From an optimization exercise on the open Yosys and OpenROAD flow, aimed at small area; shortcuts taken in it are not production practice.
The RTL was checked by simulation tests, not by an equivalence proof against the original design.
Power figures rest on the tool's default switching activity, not on a simulated workload.

$ cat flow/flow/run.sh
#!/bin/bash
# Own layout flow: the standard ORFS flow (standard.sh) with these changes.
#  1. Synthesis is synth_recipe.tcl unchanged except that ABC maps the
#     combinational logic with flow/abc_area_nf.script (area-oriented &nf)
#     instead of ORFS's abc_area.script. Flip-flops are mapped before ABC, so
#     the registers, their names and cell types are the standard synthesis's.
#  2. Port buffers use the smallest buffer, sky130_fd_sc_hd__buf_1.
#  3. CTS inserts no dummy loads and builds the tree from clkbuf_16, with
#     sink clusters of at most 24 sinks and 60 um.
# Every tool's output goes to a log in this folder (make.log; ORFS's own
# per-step logs stay under orfs/logs).
set -euo pipefail
W=$PWD
sed "s#^source \$::env(SCRIPTS_DIR)/synth_preamble.tcl\$#&\nset abc_args [lreplace \$abc_args 1 1 $W/flow/abc_area_nf.script]#" \
    "$FLOW_HOME/scripts/synth.tcl" > "$W/own_synth_body.tcl"
grep -q "abc_area_nf.script" "$W/own_synth_body.tcl"
sed "s#^source \$::env(SCRIPTS_DIR)/synth.tcl\$#source $W/own_synth_body.tcl#" \
    "$W/synth_recipe.tcl" > "$W/own_synth.tcl"
grep -q "own_synth_body.tcl" "$W/own_synth.tcl"
sed "s#SYNTH_SCRIPT=[^ ]*#SYNTH_SCRIPT=$W/own_synth.tcl#" "$W/standard.sh" > "$W/own_standard.sh"
grep -q "SYNTH_SCRIPT=$W/own_synth.tcl" "$W/own_standard.sh"
export BUFFER_PORTS_ARGS="-buffer_cell sky130_fd_sc_hd__buf_1"
export CTS_ARGS="-sink_clustering_enable -repair_clock_nets -dont_use_dummy_load -buf_list {sky130_fd_sc_hd__clkbuf_16} -sink_clustering_size 24 -sink_clustering_max_diameter 60"
bash "$W/own_standard.sh" > "$W/make.log" 2>&1
$ cat flow/flow/abc_area_nf.script
&get -n
&st
&dc2
&dch -f
&nf -a -F 5 -A 5
&put
topo
$ cat flow/standard.sh
#!/bin/bash
# synth_recipe.tcl (not shown) runs the flow's synth.tcl, then flattens the netlist and writes it again
# the make line also repeats each setting of config.mk as NAME=value (left out here)
make -C /OpenROAD-flow-scripts/flow DESIGN_CONFIG=/design/flow/config.mk WORK_HOME=/design/flow/orfs CLKGATE_MAP_FILE= SYNTH_SCRIPT=/design/flow/synth_recipe.tcl "${@:-finish}"
$ cat flow/config.mk
export PLATFORM = sky130hd
export DESIGN_NAME = lane_rx
export DESIGN_NICKNAME = lane_rx
export VERILOG_FILES = /design/flow/design.v
export SDC_FILE = /design/flow/constraint.sdc
export NUM_CORES = 4
export LEC_CHECK = 0
export CAP_MARGIN = 20
export CORE_MARGIN = 2
export CORE_UTILIZATION = 45
export SLEW_MARGIN = 20
$ cat flow/constraint.sdc
create_clock -name core_clock -period 18.0 [get_ports {clk}]
set_input_delay 3.6000 -clock core_clock [delete_from_list [all_inputs] [get_ports {clk}]]
set_output_delay 3.6000 -clock core_clock [all_outputs]
set_load 0.01 [all_outputs]
$ cat flow/design.v
module lane_rx (
    input  wire         clk,
    input  wire         rst,             
    input  wire         cdr_lock,        
    input  wire         rx_valid,
    input  wire [65:0]  rx_data,
    input  wire         descr_en,
    input  wire [15:0]  hunt_limit,      
    input  wire         match_en,
    input  wire         hdr_care,
    input  wire [1:0]   match_hdr,
    input  wire [63:0]  match_val,
    input  wire [63:0]  match_mask,
    input  wire [1:0]   prbs_sel,        
    input  wire [1:0]   start_mode,      
    input  wire [19:0]  cmp_count,       
    input  wire [63:0]  pmask,
    input  wire         burst,
    input  wire         cmp_event,
    output reg  [1:0]   lane_state,      
    output wire         block_lock,
    output reg          ev_lock,
    output reg          ev_lol,
    output reg          ev_hunt_slow,
    output reg          ev_match,
    output reg          ev_mismatch,
    output reg          ev_cmp_done,
    output reg          blk_valid,
    output reg  [1:0]   blk_hdr,
    output reg  [63:0]  blk_payload,
    output reg  [2:0]   cmp_result,
    output reg  [19:0]  blocks,
    output reg  [19:0]  block_errs,
    output reg  [23:0]  bit_errs,
    output reg  [19:0]  header_errs,
    output reg  [19:0]  first_err,
    output reg  [15:0]  lock_losses
);
    localparam [2:0] R_NOT_STARTED = 3'd0, R_PASS = 3'd1, R_FAIL = 3'd2,
                     R_LOST = 3'd3, R_INCOMPLETE = 3'd4;
    wire in_sync = lane_state[1];
    wire locked  = lane_state[1] & lane_state[0];
    wire hunting = lane_state[1] & ~lane_state[0];
    assign block_lock = locked;
    reg  [65:0] prev_word;       
    reg  [4:0]  off_a;
    reg  [3:0]  off_b;
    reg  [3:0]  off_c;
    reg         skip;
    reg  [5:0]  valid_cnt;       
    reg  [9:0]  hunt_lo;         
    reg  [15:0] hunt_hi;         
    reg  [63:0] hdr_window;      
    reg  [3:0]  bad_cnt;         
    reg  [57:0] descr_hist;      
    wire sync_on = cdr_lock & in_sync;
    wire examine = sync_on & rx_valid & ~skip;
    wire [131:0] win = {rx_data, prev_word};
    wire sa0 = off_a[0], sa1 = off_a[1], sa2 = off_a[2], sa3 = off_a[3], sa4 = off_a[4];
    wire sb0 = off_b[0], sb1 = off_b[1], sb2 = off_b[2], sb3 = off_b[3];
    wire sc0 = off_c[0], sc1 = off_c[1], sc2 = off_c[2], sc3 = off_c[3];
    wire [80:0] sh_a;
    wire [68:0] sh_b;
    wire [65:0] cand;
    genvar gi;
    generate
        for (gi = 0; gi < 81; gi = gi + 1) begin : g_sa
            if (gi < 68) begin : g_m5
                assign sh_a[gi] = (sa0 & win[gi]) | (sa1 & win[gi + 16]) | (sa2 & win[gi + 32]) |
                                  (sa3 & win[gi + 48]) | (sa4 & win[gi + 64]);
            end else begin : g_m4
                assign sh_a[gi] = (sa0 & win[gi]) | (sa1 & win[gi + 16]) | (sa2 & win[gi + 32]) |
                                  (sa3 & win[gi + 48]);
            end
        end
        for (gi = 0; gi < 69; gi = gi + 1) begin : g_sb
            assign sh_b[gi] = (sb0 & sh_a[gi]) | (sb1 & sh_a[gi + 4]) | (sb2 & sh_a[gi + 8]) |
                              (sb3 & sh_a[gi + 12]);
        end
        for (gi = 0; gi < 66; gi = gi + 1) begin : g_sc
            assign cand[gi] = (sc0 & sh_b[gi]) | (sc1 & sh_b[gi + 1]) | (sc2 & sh_b[gi + 2]) |
                              (sc3 & sh_b[gi + 3]);
        end
    endgenerate
    wire [1:0]  hdr     = cand[1:0];
    wire [63:0] raw_pay = cand[65:2];
    wire        hdr_ok  = hdr[0] ^ hdr[1];
    wire [121:0] dext = {raw_pay, descr_hist};
    wire [63:0]  pay;
    generate
        for (gi = 0; gi < 64; gi = gi + 1) begin : g_descr
            assign pay[gi] = raw_pay[gi] ^ (descr_en & (dext[gi + 19] ^ dext[gi]));
        end
    endgenerate
    wire gain_lock = examine & hunting & hdr_ok & (&valid_cnt);
    wire lose_lock = examine & locked & ~hdr_ok & ~hdr_window[63] & (&bad_cnt);
    wire tested    = gain_lock | (examine & locked & ~lose_lock);
    wire leave_locked = locked & (lose_lock | ~cdr_lock);
    wire hunt_hit  = (&hunt_lo) & (hunt_hi == hunt_limit) & (|hunt_limit);
    wire hunt_step = examine & hunting;
    wire hunt_slow = hunt_step & hunt_hit & ~(hdr_ok & (&valid_cnt));
    wire match = match_en & tested &
                 ~(|((pay ^ match_val) & match_mask)) &
                 (~hdr_care | (hdr == match_hdr));
    always @(posedge clk) begin
        if (rst) begin
            lane_state   <= 2'b01;
            ev_lock      <= 1'b0;
            ev_lol       <= 1'b0;
            ev_hunt_slow <= 1'b0;
        end else begin
            ev_lock      <= gain_lock;
            ev_lol       <= lose_lock | (~cdr_lock & in_sync);
            ev_hunt_slow <= hunt_slow;
            lane_state[1] <= cdr_lock;
            lane_state[0] <= ~cdr_lock | (in_sync & (lane_state[0] ? ~lose_lock : gain_lock));
        end
    end
    always @(posedge clk) begin
        if (rx_valid) begin
            prev_word  <= rx_data;
            descr_hist <= raw_pay[63:6];
            hdr_window <= {hdr_window[62:0], ~hdr_ok};
        end
    end
    always @(posedge clk) begin
        if (!sync_on) begin
            off_a     <= 5'b00001;
            off_b     <= 4'b0001;
            off_c     <= 4'b0001;
            skip      <= 1'b1;
            valid_cnt <= 6'd0;
        end else if (rx_valid) begin
            if (skip) begin
                skip <= 1'b0;
            end else if (hunting) begin
                valid_cnt <= hdr_ok ? valid_cnt + 6'd1 : 6'd0;
                if (!hdr_ok) begin
                    if (off_a[4] & off_c[1]) begin        
                        off_a <= 5'b00001;
                        off_b <= 4'b0001;
                        off_c <= 4'b0001;
                        skip  <= 1'b1;
                    end else begin
                        off_c <= {off_c[2:0], off_c[3]};
                        if (off_c[3])
                            off_b <= {off_b[2:0], off_b[3]};
                        if (off_c[3] & off_b[3])
                            off_a <= {off_a[3:0], 1'b0};
                    end
                end
            end
        end
    end
    always @(posedge clk) begin
        if (!(cdr_lock & hunting) || (hunt_step & hunt_hit)) begin
            hunt_lo <= 10'd0;
            hunt_hi <= 16'd1;
        end else if (hunt_step) begin
            hunt_lo <= hunt_lo + 10'd1;
            if (&hunt_lo)
                hunt_hi <= hunt_hi + 16'd1;
        end
    end
    always @(posedge clk) begin
        if (!locked)
            bad_cnt <= 4'd0;
        else if (rx_valid)
            bad_cnt <= bad_cnt + {3'd0, ~hdr_ok} - {3'd0, hdr_window[63]};
    end
    always @(posedge clk) begin
        blk_hdr     <= hdr;
        blk_payload <= pay;
        if (rst) begin
            blk_valid <= 1'b0;
            ev_match  <= 1'b0;
        end else begin
            blk_valid <= tested;
            ev_match  <= match;
        end
    end
    reg  [30:0] prbs_state;      
    reg  [94:0] prbs_ext;
    wire p7  = ~prbs_sel[1] & ~prbs_sel[0];
    wire p15 = ~prbs_sel[1] & prbs_sel[0];
    wire p31 = prbs_sel[1];
    integer q;
    always @(*) begin
        prbs_ext = 95'd0;
        prbs_ext[30:0] = prbs_state;
        for (q = 31; q < 95; q = q + 1)
            prbs_ext[q] = (p7  & (prbs_ext[q - 7]  ^ prbs_ext[q - 6])) |
                          (p15 & (prbs_ext[q - 15] ^ prbs_ext[q - 14])) |
                          (p31 & (prbs_ext[q - 31] ^ prbs_ext[q - 28]));
    end
    wire [63:0] expected = prbs_ext[94:31];
    reg burst_q;
    reg running;         
    reg finished;        
    reg anchored;
    reg event_seen;
    wire bstart  = burst & ~burst_q;
    wire fin_c   = finished & ~bstart;
    wire anch_c  = anchored & ~bstart;
    wire evs_c   = event_seen & ~bstart;
    wire clr_cnt = rst | bstart;
    wire start_ok = (start_mode == 2'd0) | ((start_mode == 2'd1) & anch_c) |
                    ((start_mode == 2'd2) & evs_c);
    wire do_cmp   = burst & running & tested;
    wire do_lost  = burst & running & leave_locked;
    wire do_start = burst & ~running & ~fin_c & locked & start_ok & tested;
    wire [63:0] err_bits = (pay ^ expected) & pmask & {64{do_cmp}};
    wire hdr_err  = do_cmp & (hdr != 2'b01);
    wire blk_err  = hdr_err | (|err_bits);
    wire no_errs  = ~(|block_errs);
    wire first_e  = blk_err & no_errs;
    wire fs1 = err_bits[0] ^ bit_errs[0] ^ err_bits[1];
    wire fc2 = (err_bits[0] & bit_errs[0]) | (err_bits[0] & err_bits[1]) | (bit_errs[0] & err_bits[1]);
    wire fs3 = err_bits[2] ^ err_bits[3] ^ err_bits[4];
    wire fc4 = (err_bits[2] & err_bits[3]) | (err_bits[2] & err_bits[4]) | (err_bits[3] & err_bits[4]);
    wire fs5 = err_bits[5] ^ fs1 ^ err_bits[6];
    wire fc6 = (err_bits[5] & fs1) | (err_bits[5] & err_bits[6]) | (fs1 & err_bits[6]);
    wire fs7 = err_bits[7] ^ err_bits[8] ^ fs3;
    wire fc8 = (err_bits[7] & err_bits[8]) | (err_bits[7] & fs3) | (err_bits[8] & fs3);
    wire fs9 = err_bits[9] ^ err_bits[10] ^ fs5;
    wire fc10 = (err_bits[9] & err_bits[10]) | (err_bits[9] & fs5) | (err_bits[10] & fs5);
    wire fs11 = err_bits[11] ^ err_bits[12] ^ fs7;
    wire fc12 = (err_bits[11] & err_bits[12]) | (err_bits[11] & fs7) | (err_bits[12] & fs7);
    wire fs13 = err_bits[13] ^ err_bits[14] ^ fs9;
    wire fc14 = (err_bits[13] & err_bits[14]) | (err_bits[13] & fs9) | (err_bits[14] & fs9);
    wire fs15 = err_bits[15] ^ err_bits[16] ^ fs11;
    wire fc16 = (err_bits[15] & err_bits[16]) | (err_bits[15] & fs11) | (err_bits[16] & fs11);
    wire fs17 = err_bits[17] ^ err_bits[18] ^ fs13;
    wire fc18 = (err_bits[17] & err_bits[18]) | (err_bits[17] & fs13) | (err_bits[18] & fs13);
    wire fs19 = err_bits[19] ^ err_bits[20] ^ fs15;
    wire fc20 = (err_bits[19] & err_bits[20]) | (err_bits[19] & fs15) | (err_bits[20] & fs15);
    wire fs21 = err_bits[21] ^ err_bits[22] ^ fs17;
    wire fc22 = (err_bits[21] & err_bits[22]) | (err_bits[21] & fs17) | (err_bits[22] & fs17);
    wire fs23 = err_bits[23] ^ err_bits[24] ^ fs19;
    wire fc24 = (err_bits[23] & err_bits[24]) | (err_bits[23] & fs19) | (err_bits[24] & fs19);
    wire fs25 = err_bits[25] ^ err_bits[26] ^ fs21;
    wire fc26 = (err_bits[25] & err_bits[26]) | (err_bits[25] & fs21) | (err_bits[26] & fs21);
    wire fs27 = err_bits[27] ^ err_bits[28] ^ fs23;
    wire fc28 = (err_bits[27] & err_bits[28]) | (err_bits[27] & fs23) | (err_bits[28] & fs23);
    wire fs29 = err_bits[29] ^ err_bits[30] ^ fs25;
    wire fc30 = (err_bits[29] & err_bits[30]) | (err_bits[29] & fs25) | (err_bits[30] & fs25);
    wire fs31 = err_bits[31] ^ err_bits[32] ^ fs27;
    wire fc32 = (err_bits[31] & err_bits[32]) | (err_bits[31] & fs27) | (err_bits[32] & fs27);
    wire fs33 = err_bits[33] ^ err_bits[34] ^ fs29;
    wire fc34 = (err_bits[33] & err_bits[34]) | (err_bits[33] & fs29) | (err_bits[34] & fs29);
    wire fs35 = err_bits[35] ^ err_bits[36] ^ fs31;
    wire fc36 = (err_bits[35] & err_bits[36]) | (err_bits[35] & fs31) | (err_bits[36] & fs31);
    wire fs37 = err_bits[37] ^ err_bits[38] ^ fs33;
    wire fc38 = (err_bits[37] & err_bits[38]) | (err_bits[37] & fs33) | (err_bits[38] & fs33);
    wire fs39 = err_bits[39] ^ err_bits[40] ^ fs35;
    wire fc40 = (err_bits[39] & err_bits[40]) | (err_bits[39] & fs35) | (err_bits[40] & fs35);
    wire fs41 = err_bits[41] ^ err_bits[42] ^ fs37;
    wire fc42 = (err_bits[41] & err_bits[42]) | (err_bits[41] & fs37) | (err_bits[42] & fs37);
    wire fs43 = err_bits[43] ^ err_bits[44] ^ fs39;
    wire fc44 = (err_bits[43] & err_bits[44]) | (err_bits[43] & fs39) | (err_bits[44] & fs39);
    wire fs45 = err_bits[45] ^ err_bits[46] ^ fs41;
    wire fc46 = (err_bits[45] & err_bits[46]) | (err_bits[45] & fs41) | (err_bits[46] & fs41);
    wire fs47 = err_bits[47] ^ err_bits[48] ^ fs43;
    wire fc48 = (err_bits[47] & err_bits[48]) | (err_bits[47] & fs43) | (err_bits[48] & fs43);
    wire fs49 = err_bits[49] ^ err_bits[50] ^ fs45;
    wire fc50 = (err_bits[49] & err_bits[50]) | (err_bits[49] & fs45) | (err_bits[50] & fs45);
    wire fs51 = err_bits[51] ^ err_bits[52] ^ fs47;
    wire fc52 = (err_bits[51] & err_bits[52]) | (err_bits[51] & fs47) | (err_bits[52] & fs47);
    wire fs53 = err_bits[53] ^ err_bits[54] ^ fs49;
    wire fc54 = (err_bits[53] & err_bits[54]) | (err_bits[53] & fs49) | (err_bits[54] & fs49);
    wire fs55 = err_bits[55] ^ err_bits[56] ^ fs51;
    wire fc56 = (err_bits[55] & err_bits[56]) | (err_bits[55] & fs51) | (err_bits[56] & fs51);
    wire fs57 = err_bits[57] ^ err_bits[58] ^ fs53;
    wire fc58 = (err_bits[57] & err_bits[58]) | (err_bits[57] & fs53) | (err_bits[58] & fs53);
    wire fs59 = err_bits[59] ^ err_bits[60] ^ fs55;
    wire fc60 = (err_bits[59] & err_bits[60]) | (err_bits[59] & fs55) | (err_bits[60] & fs55);
    wire fs61 = err_bits[61] ^ err_bits[62] ^ fs57;
    wire fc62 = (err_bits[61] & err_bits[62]) | (err_bits[61] & fs57) | (err_bits[62] & fs57);
    wire fs63 = err_bits[63] ^ fs59 ^ fs61;
    wire fc64 = (err_bits[63] & fs59) | (err_bits[63] & fs61) | (fs59 & fs61);
    wire fs65 = bit_errs[1] ^ fc2 ^ fc4;
    wire fc66 = (bit_errs[1] & fc2) | (bit_errs[1] & fc4) | (fc2 & fc4);
    wire fs67 = fc6 ^ fc8 ^ fs65;
    wire fc68 = (fc6 & fc8) | (fc6 & fs65) | (fc8 & fs65);
    wire fs69 = fc10 ^ fc12 ^ fs67;
    wire fc70 = (fc10 & fc12) | (fc10 & fs67) | (fc12 & fs67);
    wire fs71 = fc14 ^ fc16 ^ fs69;
    wire fc72 = (fc14 & fc16) | (fc14 & fs69) | (fc16 & fs69);
    wire fs73 = fc18 ^ fc20 ^ fs71;
    wire fc74 = (fc18 & fc20) | (fc18 & fs71) | (fc20 & fs71);
    wire fs75 = fc22 ^ fc24 ^ fs73;
    wire fc76 = (fc22 & fc24) | (fc22 & fs73) | (fc24 & fs73);
    wire fs77 = fc26 ^ fc28 ^ fs75;
    wire fc78 = (fc26 & fc28) | (fc26 & fs75) | (fc28 & fs75);
    wire fs79 = fc30 ^ fc32 ^ fs77;
    wire fc80 = (fc30 & fc32) | (fc30 & fs77) | (fc32 & fs77);
    wire fs81 = fc34 ^ fc36 ^ fs79;
    wire fc82 = (fc34 & fc36) | (fc34 & fs79) | (fc36 & fs79);
    wire fs83 = fc38 ^ fc40 ^ fs81;
    wire fc84 = (fc38 & fc40) | (fc38 & fs81) | (fc40 & fs81);
    wire fs85 = fc42 ^ fc44 ^ fs83;
    wire fc86 = (fc42 & fc44) | (fc42 & fs83) | (fc44 & fs83);
    wire fs87 = fc46 ^ fc48 ^ fs85;
    wire fc88 = (fc46 & fc48) | (fc46 & fs85) | (fc48 & fs85);
    wire fs89 = fc50 ^ fc52 ^ fs87;
    wire fc90 = (fc50 & fc52) | (fc50 & fs87) | (fc52 & fs87);
    wire fs91 = fc54 ^ fc56 ^ fs89;
    wire fc92 = (fc54 & fc56) | (fc54 & fs89) | (fc56 & fs89);
    wire fs93 = fc58 ^ fc60 ^ fs91;
    wire fc94 = (fc58 & fc60) | (fc58 & fs91) | (fc60 & fs91);
    wire fs95 = fc62 ^ fs93 ^ fc64;
    wire fc96 = (fc62 & fs93) | (fc62 & fc64) | (fs93 & fc64);
    wire fs97 = bit_errs[2] ^ fc66 ^ fc68;
    wire fc98 = (bit_errs[2] & fc66) | (bit_errs[2] & fc68) | (fc66 & fc68);
    wire fs99 = fc70 ^ fs97 ^ fc72;
    wire fc100 = (fc70 & fs97) | (fc70 & fc72) | (fs97 & fc72);
    wire fs101 = fc74 ^ fs99 ^ fc76;
    wire fc102 = (fc74 & fs99) | (fc74 & fc76) | (fs99 & fc76);
    wire fs103 = fc78 ^ fs101 ^ fc80;
    wire fc104 = (fc78 & fs101) | (fc78 & fc80) | (fs101 & fc80);
    wire fs105 = fc82 ^ fs103 ^ fc84;
    wire fc106 = (fc82 & fs103) | (fc82 & fc84) | (fs103 & fc84);
    wire fs107 = fc86 ^ fs105 ^ fc88;
    wire fc108 = (fc86 & fs105) | (fc86 & fc88) | (fs105 & fc88);
    wire fs109 = fc90 ^ fs107 ^ fc92;
    wire fc110 = (fc90 & fs107) | (fc90 & fc92) | (fs107 & fc92);
    wire fs111 = fc94 ^ fs109 ^ fc96;
    wire fc112 = (fc94 & fs109) | (fc94 & fc96) | (fs109 & fc96);
    wire fs113 = bit_errs[3] ^ fc98 ^ fc100;
    wire fc114 = (bit_errs[3] & fc98) | (bit_errs[3] & fc100) | (fc98 & fc100);
    wire fs115 = fs113 ^ fc102 ^ fc104;
    wire fc116 = (fs113 & fc102) | (fs113 & fc104) | (fc102 & fc104);
    wire fs117 = fs115 ^ fc106 ^ fc108;
    wire fc118 = (fs115 & fc106) | (fs115 & fc108) | (fc106 & fc108);
    wire fs119 = fs117 ^ fc110 ^ fc112;
    wire fc120 = (fs117 & fc110) | (fs117 & fc112) | (fc110 & fc112);
    wire fs121 = bit_errs[4] ^ fc114 ^ fc116;
    wire fc122 = (bit_errs[4] & fc114) | (bit_errs[4] & fc116) | (fc114 & fc116);
    wire fs123 = fs121 ^ fc118 ^ fc120;
    wire fc124 = (fs121 & fc118) | (fs121 & fc120) | (fc118 & fc120);
    wire fs125 = bit_errs[5] ^ fc122 ^ fc124;
    wire fc126 = (bit_errs[5] & fc122) | (bit_errs[5] & fc124) | (fc122 & fc124);
    wire hs127 = bit_errs[6] ^ fc126;
    wire hc128 = bit_errs[6] & fc126;
    wire [7:0] csum = {hc128, hs127, fs125, fs123, fs119, fs111, fs95, fs63};
    wire [16:0] be_hi_inc;
    wire [17:0] be_hi_c;
    assign be_hi_c[0] = 1'b1;
    generate
        for (gi = 0; gi < 17; gi = gi + 1) begin : g_behi
            assign be_hi_inc[gi]  = bit_errs[gi + 7] ^ be_hi_c[gi];
            assign be_hi_c[gi + 1] = bit_errs[gi + 7] & be_hi_c[gi];
        end
    endgenerate
    wire be_ovf = csum[7] & be_hi_c[17];
    wire [23:0] be_sum = be_ovf ? 24'hFFFFFF : {csum[7] ? be_hi_inc : bit_errs[23:7], csum[6:0]};
    wire [19:0] blocks_inc = blocks + 20'd1;
    wire [19:0] berr_inc   = block_errs + 20'd1;
    wire [19:0] herr_inc   = header_errs + 20'd1;
    wire [15:0] ll_inc     = lock_losses + 16'd1;
    wire blocks_sat = &blocks;
    wire berr_sat   = &block_errs;
    wire herr_sat   = &header_errs;
    wire ll_sat     = &lock_losses;
    wire [19:0] n_blocks = do_start ? 20'd1 : (do_cmp & ~blocks_sat) ? blocks_inc : blocks;
    wire end_count = burst & ~fin_c & (|cmp_count) &
                     ((do_start & (cmp_count == 20'd1)) | (do_cmp & (blocks_inc == cmp_count)));
    wire end_burst = ~burst & burst_q & ~finished;
    wire any_errs  = (~no_errs & ~bstart) | blk_err;
    wire n_running  = burst & (running | do_start) & ~do_lost & ~end_count;
    wire n_finished = burst ? (fin_c | do_lost | end_count) : (finished | burst_q);
    always @(posedge clk) begin
        anchored   <= burst ? (anch_c | (~n_running & ~n_finished & match)) : anchored;
        event_seen <= burst ? (evs_c | cmp_event) : event_seen;
        finished   <= n_finished;
        if (tested)
            prbs_state <= running ? expected[63:33] : pay[63:33];
        if (rst) begin
            burst_q     <= 1'b0;
            running     <= 1'b0;
            cmp_result  <= R_NOT_STARTED;
            ev_cmp_done <= 1'b0;
            ev_mismatch <= 1'b0;
        end else begin
            burst_q     <= burst;
            running     <= n_running;
            ev_cmp_done <= do_lost | end_count | end_burst;
            ev_mismatch <= first_e;
            if (do_lost)
                cmp_result <= R_LOST;
            else if (end_count)
                cmp_result <= any_errs ? R_FAIL : R_PASS;
            else if (end_burst)
                cmp_result <= ~running ? R_NOT_STARTED :
                              (|cmp_count) ? R_INCOMPLETE :
                              ~no_errs ? R_FAIL : R_PASS;
        end
    end
    always @(posedge clk) begin
        if (clr_cnt) begin
            blocks      <= {19'd0, do_start & ~rst};
            block_errs  <= 20'd0;
            header_errs <= 20'd0;
            bit_errs    <= 24'd0;
            first_err   <= 20'hFFFFF;
        end else begin
            blocks <= n_blocks;
            if (blk_err & ~berr_sat)
                block_errs <= berr_inc;
            if (hdr_err & ~herr_sat)
                header_errs <= herr_inc;
            bit_errs <= be_sum;
            if (first_e)
                first_err <= blocks;
        end
        if (rst)
            lock_losses <= 16'd0;
        else if (bstart)
            lock_losses <= {15'd0, leave_locked};
        else if (burst & leave_locked & ~ll_sat)
            lock_losses <= ll_inc;
    end
endmodule
==> results.tsv, run 1 <==
stage	metric	value	unit
synth	synthFlopType	dfxtp_1	
synth	yosysMostFrequentCell	nand2_1	
route	drt_iter0_markers	4574	
setup_path	crit_path_start_kind	input pin	
setup_path	worstSetupPathType	input pin to flip-flop	
grt	grt_pass1_vias	24956	
synth	yosysTopAreaCellShare	0.2420	
die	ios	508	
placed_design	portBuffers	507	
job	max-cap-violations	0	
synth	synth_fp_nets	3228	
synth	synthTopCellsByCount	nand2_1 (521), dfxtp_1 (250), edfxtp_1 (222)	
timing	period_share	0.9621	
clock_network	cts.sinks	472	
timing	fin_crit	17320	ps
grt	grt_util_all_layers	0.3300	
power	power-per-cell-area	80.42	nW/um^2
setup_path	max_stage_delay	550	ps
clock_network	cts_made_buffers	42	
synth	syn_avg_cell_area	9.760	um^2
die	dieArea	63220	um^2
clock_network	cts_tree	built	
setup_path	reg2reg_depth	53	
placed_design	hpwlAfterDp	83460	um
cells_and_area	finalNetCount	3880	
worst_hold_path	hold_depth	0	
synth	yosysTopAreaCell	edfxtp_1	
synth	synthesis.area	27550	um^2
setup_path	ff2ff_setup_slack	2890	ps
grt	grt_max_degree	88	
power	ir_drop	0.07000	mV
clock_network	cts.path.max_buffers	3	
synth	synthArstFlopShare	0	
cells_and_area	drive_above_1_share	0.05154	
timing	worst_pin_slew	1098	ps
setup_path	worstSetupEndpointType	flip-flop	
synth	netlist_instances	2823	
timing	setup_viol	0	
timing	slew_viol_final	0	
status	status	timing/DRC/antenna clean	
worst_hold_path	hp-start	hdr_window[8]	
route	vias	26714	
synth	ys_types	60	
timing	setup_tns	0	ps
placed_design	placed_cell_area	31280	um^2
setup_path	r2r_start	off_a[0]	
synth	yosys_warnings	1	
synth	synth.yosys.seq_area_share	0.4236	
cells_and_area	multi_input_area	15520	um^2
setup_path	cp.arrival	17810	ps
synth	synth.area.top_cells	edfxtp_1 (24%), dfxtp_1 (18%), a222oi_1 (7.8%), nand2_1 (7.1%), xor2_1 (6.6%)	
placed_design	place.gp.congestion	0.9572	
setup_path	slowest_stage	fa_1	
worst_hold_path	holdCritPathClass	flip-flop to flip-flop	
setup_path	critPathLaunch	rx_data[9]	
die	initial_core_util	0.4556	
route	dr.pass1.iters	17	
route	viasPerCell	6.275	
route	wl_per_cell	25.30	um
grt	grt_pass1_wl	158700	um
cells_and_area	fill_cells	5635	
setup_path	required	18500	ps
timing	fin_skew	72.46	ps
timing	max_slew_margin	0.2677	
setup_path	r2r_end	bit_errs[9]	
route	drc	0	
die	num_rows	90	
die	core	60470	um^2
cells_and_area	final_area	32360	um^2
worst_hold_path	min_to	hdr_window[9]	
timing	fmax	0.05775	GHz
clock_network	cts_root_buf	clkbuf_16	
cells_and_area	areaGrowthSynthToFinish	17.47	%
grt	antenna_found_initial	7	
route	routed_wl	107700	um
clock_network	insertion_delay	620	ps
grt	grt_overflow	0	
die	die_y	251.4	um
power	leakagePower	11.76	nW
timing	grt_setup_unrepaired	no	
setup_path	critPathMaxFanout	18	
route	ant_nets	0	
synth	synth_edf_count	222	
synth	ys_seq_elements	472	
die	die_width	251.4	um
cells_and_area	layout.area.seq	11690	um^2
timing	hold_viol	0	
clock_network	clk_pin_slew_worst_paths	90	ps
setup_path	cp_common_cell	fa_1	
clock_network	htreeDepth	2	
[registers in the layout (all words and copies together), names as in the netlist, 5 cells and up]
| register | flops |
|---|---|
| hunt_lo | 10 |
| prbs_state | 31 |
| blocks | 20 |
| hdr_window | 64 |
| header_errs | 20 |
| bit_errs | 24 |
| hunt_hi | 16 |
| blk_payload | 64 |
| block_errs | 20 |
| off_a | 5 |
| valid_cnt | 6 |
| lock_losses | 16 |
| descr_hist | 58 |
| prev_word | 66 |
| first_err | 20 |
[metal layers]
metal	track usage	part of all wire
met1	0.4513	0.41
met2	0.5132	0.44
met3	0.06489	0.10
met4	0.1355	0.044
met5	0	0.00053
[critical path: cells and delay by family]
kind | cells | cell delay, ps
fa+ha+maj | 23 | 9710
buf+inv | 17 | 1470
compound gates | 8 | 1890
simple gates | 6 | 1130
[area by class of cell]
class                   instances  area share
multi-input cells            2231      0.4794
flip-flops and latches        472      0.3612
repair buffers                609     0.08269
clock buffers                  42     0.03247
well taps                     782     0.03023
inverters                     119     0.01388
diodes                          2   0.0001546
[power by group]
group | total [mW] | leakage (nW) | switching (mW) | internal, mW
registers | 1.22 | 4.19 | 0.0306 | 1.19
clock network | 0.795 | 0.518 | 0.385 | 0.410
logic | 0.588 | 7.05 | 0.382 | 0.206
[cell usage in the layout (no fill, tap or decap), types with 8 or more instances in the layout]
cell type  instances
a211oi_1          21
a21o_1             8
a21oi_1          141
a221oi_1          20
a222oi_1         216
a22o_1            13
a22oi_1          122
a31oi_1           20
and2_0            22
and3_1            72
and4_1            16
buf_1            504
buf_4            100
clkbuf_16         42
clkinv_1         117
dfxtp_1          236
dfxtp_2           14
edfxtp_1         222
fa_1              59
ha_1              30
mux2i_1           36
nand2_1          521
nand2b_1          17
nand3_1           60
nand4_1           24
nor2_1           129
nor2b_1           13
nor3_1            61
nor4_1            16
o211ai_1           9
o21ai_0           87
o221a_1           16
or2_0             12
xnor2_1          161
xor2_1           208
[logic make-up (layout without fill, tap and decap cells)]
logic type,Yosys count,count (layout),share of synthesized area
AOI/OAI and AO/OA,735,735,0.2039
xor gates and xnor gates,369,369,0.1173
adders and majority gates,96,96,0.06103
buffers and inverters,120,770,0.01648
DFF,472,472,0.4236
muxes,36,36,0.01308
other,0,2,0
and+or+nand+nor,995,995,0.1646
[metrics by stage]
stage	cells	util	worst slack, ps	hold WS, ps	power, mW
2_1_floorplan	2823	-	-640.4	400.3	1.550
3_3_place_gp	4210	0.5172	206.1	404.4	1.815
3_5_place_dp	4210	0.5172	-11.18	404.5	1.817
4_1_cts	4252	0.5346	520.7	397.2	2.613
5_1_grt	4256	0.5352	15.64	406.5	2.701
6_report	4257	0.5352	682.7	400.8	2.603
[repair_timing]
item                                    in CTS  in global routing
hold buffers                                 0                  0
gates resized for setup                      0                  2
endpoints found under the setup margin       0                 23
setup buffers                                0                  2
[worst max-delay path by stage]
stage | end | slack, ps | cells past startpoint
6_report | bit_errs[9] | 680 | 54
5_1_grt | bit_errs[9] | 20 | 54
4_1_cts | bit_errs[9] | 520 | 54
3_5_place_dp | bit_errs[20] | -10 | 54
3_3_place_gp | bit_errs[10] | 210 | 54
2_1_floorplan | bit_errs[7] | -640 | 53
==> inputs of run 2 (changes only) <==
--- a/flow/flow/run.sh
+++ b/flow/flow/run.sh
@@ -5,8 +5,8 @@
 #     instead of ORFS's abc_area.script. Flip-flops are mapped before ABC, so
 #     the registers, their names and cell types are the standard synthesis's.
 #  2. Port buffers use the smallest buffer, sky130_fd_sc_hd__buf_1.
-#  3. CTS inserts no dummy loads and builds the tree from clkbuf_16, with
-#     sink clusters of at most 24 sinks and 60 um.
+#  3. CTS inserts no dummy loads and builds the tree from clkbuf_8, with
+#     sink clusters of at most 16 sinks and 50 um.
 # Every tool's output goes to a log in this folder (make.log; ORFS's own
 # per-step logs stay under orfs/logs).
 set -euo pipefail
@@ -20,5 +20,5 @@
 sed "s#SYNTH_SCRIPT=[^ ]*#SYNTH_SCRIPT=$W/own_synth.tcl#" "$W/standard.sh" > "$W/own_standard.sh"
 grep -q "SYNTH_SCRIPT=$W/own_synth.tcl" "$W/own_standard.sh"
 export BUFFER_PORTS_ARGS="-buffer_cell sky130_fd_sc_hd__buf_1"
-export CTS_ARGS="-sink_clustering_enable -repair_clock_nets -dont_use_dummy_load -buf_list {sky130_fd_sc_hd__clkbuf_16} -sink_clustering_size 24 -sink_clustering_max_diameter 60"
+export CTS_ARGS="-sink_clustering_enable -repair_clock_nets -dont_use_dummy_load -buf_list {sky130_fd_sc_hd__clkbuf_8} -sink_clustering_size 16 -sink_clustering_max_diameter 50"
 bash "$W/own_standard.sh" > "$W/make.log" 2>&1
==> run 2 against run 1 <==
Net effect:
- clock power decreased by 17%
- routed wire length about the same
- register-to-register slack got worse by 90 ps
- combinational power about the same
- power decreased by 5.4%
- synthesized cell count unchanged
- critical endpoint is now bit_errs[20]
- design area decreased by 0.79%
- first-iteration DRC count decreased by 2.6%
==> results.tsv, run 2 <==
stage	metric	value	unit	change
synth	synthFlopType	dfxtp_1		unchanged
clock_network	cts_root_buf	clkbuf_8		was clkbuf_16
clock_network	cts.path.max_buffers	3		unchanged
grt	grt_overflow	0		unchanged
cells_and_area	drive_above_1_share	0.05560		was 0.05154
clock_network	cts.sinks	472		unchanged
die	die_y	251.4	um	unchanged
setup_path	cp_common_cell	fa_1		unchanged
synth	yosysMostFrequentCell	nand2_1		unchanged
worst_hold_path	hp-start	hdr_window[30]		was hdr_window[8]
timing	hold_viol	0		unchanged
placed_design	dp_slack	-11.18	ps	unchanged
cells_and_area	top_regs	prev_word: 66 flops, blk_payload: 64 flops, hdr_window: 64 flops		unchanged
synth	ys_seq_elements	472		unchanged
synth	synthArstFlopShare	0		unchanged
setup_path	crit_buf_inv	17		unchanged
timing	fin_ws	718.4	ps	was 682.7 ps
grt	grtUsageMet1	0.4488		was 0.4513
die	die_width	251.4	um	unchanged
setup_path	r2r_end	bit_errs[20]		was bit_errs[9]
timing	setup_viol	0		unchanged
cells_and_area	fill_cells	5690		was 5635
grt	grt_max_degree	88		unchanged
synth	synth_fp_nets	3228		unchanged
route	dr.pass1.iters	13		was 17
synth	yosysTopAreaCellShare	0.2420		unchanged
grt	use_met2	0.5185		was 0.5132
cells_and_area	largest_register_ffs	66		unchanged
grt	antenna_found_initial	6		was 7
synth	ys_types	60		unchanged
grt	grtUsageMet3	0.06685		was 0.06489
die	dieArea	63220	um^2	unchanged
timing	fin_skew	105.0	ps	was 72.46 ps
route	routed_wl	107700	um	about the same
synth	yosys_warnings	1		unchanged
route	drc	0		unchanged
job	max-cap-violations	0		unchanged
placed_design	hpwlAfterDp	83460	um	unchanged
synth	synthesis.area	27550	um^2	unchanged
setup_path	slowest_stage	fa_1		unchanged
setup_path	cp.arrival	17850	ps	was 17810 ps
worst_hold_path	holdCritPathClass	flip-flop to flip-flop		unchanged
route	viasPerCell	6.266		was 6.275
cells_and_area	finalNetCount	3896		was 3880
cells_and_area	final_common_cell	nand2_1		unchanged
synth	synth_edf_count	222		unchanged
timing	fmax	0.05787	GHz	was 0.05775 GHz
setup_path	worstSetupPathType	input pin to flip-flop		unchanged
die	core	60470	um^2	unchanged
setup_path	r2r_start	off_a[0]		unchanged
setup_path	max_stage_delay	550	ps	about the same
placed_design	portBuffers	507		unchanged
grt	grt_pass1_wl	158600	um	was 158700 um
timing	slew_viol_final	0		unchanged
setup_path	cpLargestDelayFamily	adder cells		unchanged
synth	netlist_instances	2823		unchanged
grt	busiest_layer	met2		unchanged
clock_network	insertion_delay	730	ps	was 620 ps
power	leakagePower	11.66	nW	was 11.76 nW
setup_path	required	18570	ps	was 18500 ps
worst_hold_path	hold_depth	0		unchanged
grt	grt_pass1_vias	25159		was 24956
power	ir_drop	0.06040	mV	was 0.07000 mV
die	initial_core_util	0.4556		unchanged
cells_and_area	fin_util	0.5310		was 0.5352
synth	synth.yosys.seq_area_share	0.4236		unchanged
setup_path	worstSetupEndpointType	flip-flop		unchanged
cells_and_area	areaGrowthSynthToFinish	16.53	%	was 17.47%
clock_network	htreeDepth	2		unchanged
die	num_rows	90		unchanged
cells_and_area	layout_common_cells	nand2_1 (521), buf_1 (504), dfxtp_1 (236)		unchanged
grt	grt_util_all_layers	0.3293		was 0.3300
setup_path	critPathMaxFanout	18		unchanged
placed_design	placed_cell_area	31280	um^2	unchanged
placed_design	place_inst	4210		unchanged
worst_hold_path	min_to	hdr_window[31]		was hdr_window[9]
synth	syn_avg_cell_area	9.760	um^2	unchanged
synth	synth.area.top_cells	edfxtp_1 (24%), dfxtp_1 (18%), a222oi_1 (7.8%), nand2_1 (7.1%), xor2_1 (6.6%)		unchanged
clock_network	cts_made_buffers	58		was 42
route	vias	26773		was 26714
power	power-per-cell-area	76.72	nW/um^2	was 80.42 nW/um^2
timing	period_share	0.9601		was 0.9621
power	power	2.463	mW	was 2.603 mW
setup_path	crit_path_start_kind	input pin		unchanged
clock_network	cts_tree	built		unchanged
status	status	timing/DRC/antenna clean		unchanged
synth	synthTopCellsByCount	nand2_1 (521), dfxtp_1 (250), edfxtp_1 (222)		unchanged
setup_path	reg2reg_depth	53		unchanged
synth	yosysTopAreaCell	edfxtp_1		unchanged
clock_network	clk_pin_slew_worst_paths	90	ps	about the same
timing	worst_pin_slew	1094	ps	was 1098 ps
cells_and_area	final_area	32110	um^2	was 32360 um^2
timing	fin_crit	17280	ps	was 17320 ps
timing	grt_setup_unrepaired	no		unchanged
die	ios	508		unchanged
cells_and_area	regMostFlops	prev_word		unchanged
route	ant_nets	0		unchanged
timing	max_slew_margin	0.2707		was 0.2677
route	drt_iter0_markers	4454		was 4574
setup_path	ff2ff_setup_slack	2800	ps	was 2890 ps
placed_design	place.gp.congestion	0.9572		unchanged
route	wl_per_cell	25.21	um	was 25.30 um
cells_and_area	stdcell_count	4273		was 4257
[run 2: cell counts after synthesis]
No cell type changed its count.
[run 2: kinds of logic (layout without fill, tap and decap cells)]
group	Yosys count	in the layout	share of synthesized area
other cells	0	2	0
fa+ha+maj	96	96	0.06103
xor+xnor	369	369	0.1173
compound gates	735	735	0.2039
mux	36	36	0.01308
buf+inv	120	786	0.01648
flops	472	472	0.4236
simple gates	995	995	0.1646
[run 2: how the worst max path moves through the flow]
stage / start / end / slack [ps] / depth (start not counted)
finish: rx_data[9] / bit_errs[20] / 720 / 54
global route: rx_data[9] / bit_errs[21] / 50 / 54
CTS: rx_data[9] / bit_errs[20] / 610 / 54
detailed placement: rx_data[9] / bit_errs[20] / -10 / 54
global placement: rx_data[9] / bit_errs[10] / 210 / 54
floorplan: rx_data[9] / bit_errs[7] / -640 / 53
[run 2: area by class of cell]
type                    count  area (um^2)  area share
diodes                      2        5.005   0.0001559
clock buffers              58        798.3     0.02486
inverters                 119        449.2     0.01399
multi-input cells        2231        15510      0.4831
flip-flops and latches    472        11690      0.3640
well taps                 782        978.4     0.03047
repair buffers            609         2676     0.08335
[run 2: power breakdown]
part           total [mW]  switching, mW  internal (mW)
Sequential           1.22         0.0307           1.19
Combinational       0.587          0.381          0.206
Clock               0.657          0.374          0.283
Total                2.46          0.786           1.68
[run 2: timing repair]
action	4_1_cts	5_1_grt
buffers inserted	0	2
endpoints found under the setup margin	0	18
gates resized for setup	0	1
hold buffers	0	0
[run 2: layer usage]
metal / wire length, um / up-vias
li1: - / 12142
met1: 44780 / 12928
met2: 48200 / 1484
met3: 10430 / 211
met4: 4243 / 8
met5: 62 / -
[run 2: through the flow]
step,hold WS (ps),setup TNS [ps]
finish,389.2,0
detailed placement,404.5,-27.35
floorplan,400.3,-13960
CTS,382.4,0
global placement,404.4,0
global route,383.2,0

-- afterwards: timing with drivers on the ports --
The results above use ideal ports. As a check the final layouts listed here were re-extracted and re-timed, cells and wires unchanged. Step 1: set_driving_cell puts a clkbuf_16 on clk and a buf_2 on each other input, an assumption about the parent block. Step 2 moves the port delays by t, midway between the first and last clock arrival at a register: inputs arrive t later, outputs are due t later. That takes back most of the time a late clock gives input paths. Three values: ideal, step 1, step 2; two values: the first two.
| run | t, ns | setup WS [ns] | worst hold slack (ns) | latest minus earliest clock arrival (ns) | worst register clock-pin slew, ns |
|---|---|---|---|---|---|
| run 1 | 0.637 | 0.683 / 0.716 / 0.078 | 0.401 / 0.401 / 0.401 | 0.090 / 0.089 | 0.09 / 0.09 |
| run 2 | 0.735 | 0.718 / 0.749 / 0.015 | 0.389 / 0.389 / 0.389 | 0.123 / 0.123 | 0.10 / 0.10 |
After both steps every run listed still meets setup and hold. For run 2, which loses most, drivers alone change the setup slack by +0.031 ns; drivers and shift together by -0.703 ns.
